What follows belongs to an exercise in optimizing a design on an open flow for small area and a short achievable clock period; a production flow would make more cautious choices. RTL that was checked went through simulation tests only; none was proved equivalent to the original.

// line_decoder
module line_decoder (
    input  wire         clk,
    input  wire         rst,
    input  wire         in_valid,
    input  wire [144:0] in_code,
    output reg          out_valid,
    output reg  [127:0] out_data,
    output reg  [16:0]  out_check,
    output reg  [1:0]   out_status
);
    reg         r_valid;
    reg [144:0] r_code;
    reg         m_valid;
    reg [144:0] m_data;
    reg [7:0]   m_s1;
    reg [7:0]   m_e;
    reg [3:0]   m_nv;
    reg         m_fc, m_fs, m_fd;
  ...
Size: roughly 460 flip-flops, ~300 I/O pins.
Settings: LEC_CHECK=0, CAP_MARGIN=40, CORE_MARGIN=2, CORE_UTILIZATION=40, SLEW_MARGIN=30, SYNTH_HIERARCHICAL=1; clock period 40.0 ns.
standard.sh (not shown) runs the stock make flow with config.mk's settings and CLKGATE_MAP_FILE= SYNTH_SCRIPT=/design/flow/synth_recipe.tcl, a recipe that flattens the netlist after the stock synthesis.
==> flow/flow/run.sh <==
#!/bin/bash
# Standard ORFS layout (the standard.sh), with the port buffers made from
# the smallest plain buffer instead of the default delay-buffer cell.
set -euo pipefail
bash standard.sh "BUFFER_PORTS_ARGS=-buffer_cell sky130_fd_sc_hd__buf_1" finish > standard.log 2>&1
The baseline completed with no timing, DRC or antenna violations.
Rerun with:
CORE_UTILIZATION = 60   (was 40)
CTS_BUF_LIST = sky130_fd_sc_hd__clkbuf_16   (was unset)
CTS_CLUSTER_DIAMETER = 50   (was unset)
CTS_CLUSTER_SIZE = 30   (was unset)
Result: The changed run completed without violations. Wire length is lower by 8.3%. Synthesized area is unchanged. Setup slack is better by 0.050 ns. Hold slack is better by 0.0095 ns. Global-route usage is higher by 10 points. Cell count is lower by about 8%.
Rerun with:
CORE_UTILIZATION = 55   (was 60)
CTS_CLUSTER_DIAMETER = 80   (was 50)
CTS_CLUSTER_SIZE = 24   (was 30)
=> The new run went through all stages and came out clean; worst setup slack gets worse by 0.050 ns; maximum frequency goes down by 0.55%; core utilization goes down by 7.5 points.
Rerun with:
CAP_MARGIN = 20   (was 40)
GPL_TIMING_DRIVEN = 0   (was unset)
SLEW_MARGIN = 20   (was 30)
First-iteration DRC count decreases by about a fifth.
Via count decreases slightly.
Register-to-register slack gets worse by 1.1 ns.
Non-clock buffer count decreases by 34.
Worst hold slack gets worse by 0.015 ns.
Critical path depth increases by 28.
No functional check of the RTL was part of any run of this note.

========
== run A ==
Another version of the RTL of line_decoder (not shown whole).
For scale: ~2,000 cells after synthesis, ~460 flip-flops.
export LEC_CHECK = 0
export CAP_MARGIN = 40
export CORE_MARGIN = 2
export CORE_UTILIZATION = 55
export CTS_BUF_LIST = sky130_fd_sc_hd__clkbuf_16
export CTS_CLUSTER_DIAMETER = 100
export CTS_CLUSTER_SIZE = 27
export SLEW_MARGIN = 30
export SYNTH_HIERARCHICAL = 1
create_clock -name core_clock -period 40.0 [get_ports {clk}]
Scripts as last shown in full above: flow/flow/run.sh
Inputs modified between run A and run B:
-- flow/config.mk --
<<< run A, line 10
export CORE_UTILIZATION = 55
export CTS_BUF_LIST = sky130_fd_sc_hd__clkbuf_16
export CTS_CLUSTER_DIAMETER = 100
export CTS_CLUSTER_SIZE = 27
export SLEW_MARGIN = 30
export SYNTH_HIERARCHICAL = 1
>>> run B, line 10
export CORE_UTILIZATION = 55
export CTS_BUF_LIST = sky130_fd_sc_hd__clkbuf_16
export CTS_CLUSTER_DIAMETER = 80
export CTS_CLUSTER_SIZE = 24
export SLEW_MARGIN = 30
export SYNTH_HIERARCHICAL = 1
## What came out
Looking at cell area, run B sits above run A.
Run B: flow completed, timing, DRC and antenna clean
Register-to-register slack: run B > run A
In terms of count of buffers not belonging to the clock network in the layout, run A and run B differ only marginally.
Between run B and run A, the difference in global-route usage is negligible.
On highest achievable clock rate, run B and run A are neck and neck.
The clock skew in run B sits 12 ps below the value recorded for run A.
What run C does differently from run B at the input level:
==> flow/flow/run.sh <==
#!/bin/bash
# Standard ORFS layout (the standard.sh) with two changes:
#  - port buffers use the smallest plain buffer (buf_1) instead of the default delay cell;
#  - clock tree synthesis without dummy load cells.
set -euo pipefail
bash standard.sh \
  "BUFFER_PORTS_ARGS=-buffer_cell sky130_fd_sc_hd__buf_1" \
  "CTS_ARGS=-sink_clustering_enable -repair_clock_nets -dont_use_dummy_load -sink_clustering_size 24 -sink_clustering_max_diameter 80 -buf_list sky130_fd_sc_hd__clkbuf_16" \
  finish > standard.log 2>&1
==> comparison <==
- Run C: number of search-and-repair iterations in the first detailed-routing pass is 2 higher than what run B reported.
- Run C against run B; final instance area is down slightly.
- On wire length, run C and run B are basically level.

## separate check: timing with driven ports
The results above use ideal ports. As a check the final layouts listed here were re-extracted and re-timed, cells and wires unchanged. Step 1 (the two cells are an assumption about what drives the block):
set clk [get_ports {clk}]
set_driving_cell -lib_cell sky130_fd_sc_hd__clkbuf_16 $clk
set_driving_cell -lib_cell sky130_fd_sc_hd__buf_2 [delete_from_list [all_inputs] $clk]
Step 2 moves the port delays by t, midway between the first and last clock arrival at a register: inputs arrive t later, outputs are due t later. That takes back most of the time a late clock gives input paths. a / b / c = ideal ports / drivers / drivers and shift; a / b = the first two.
| run | t, ns | slack for setup (ns) | hold slack, ns |
|---|---|---|---|
| the first run of note 1 | 0.644 | 30.884 / 30.828 / 31.260 | 0.357 / 0.357 / 0.357 |
| the second run of note 1 | 0.608 | 30.934 / 30.880 / 31.319 | 0.367 / 0.367 / 0.367 |
| the third run of note 1 | 0.653 | 30.884 / 30.828 / 31.479 | 0.369 / 0.369 / 0.369 |
| the fourth run of note 1 | 0.631 | 30.421 / 30.421 / 30.421 | 0.354 / 0.354 / 0.354 |
| run A | 0.630 | 30.911 / 30.856 / 31.486 | 0.368 / 0.368 / 0.368 |
| run B | 0.631 | 30.909 / 30.853 / 31.485 | 0.360 / 0.360 / 0.360 |
| run C | 0.615 | 30.918 / 30.864 / 31.479 | 0.354 / 0.354 / 0.354 |
After both steps every run listed still meets setup and hold.
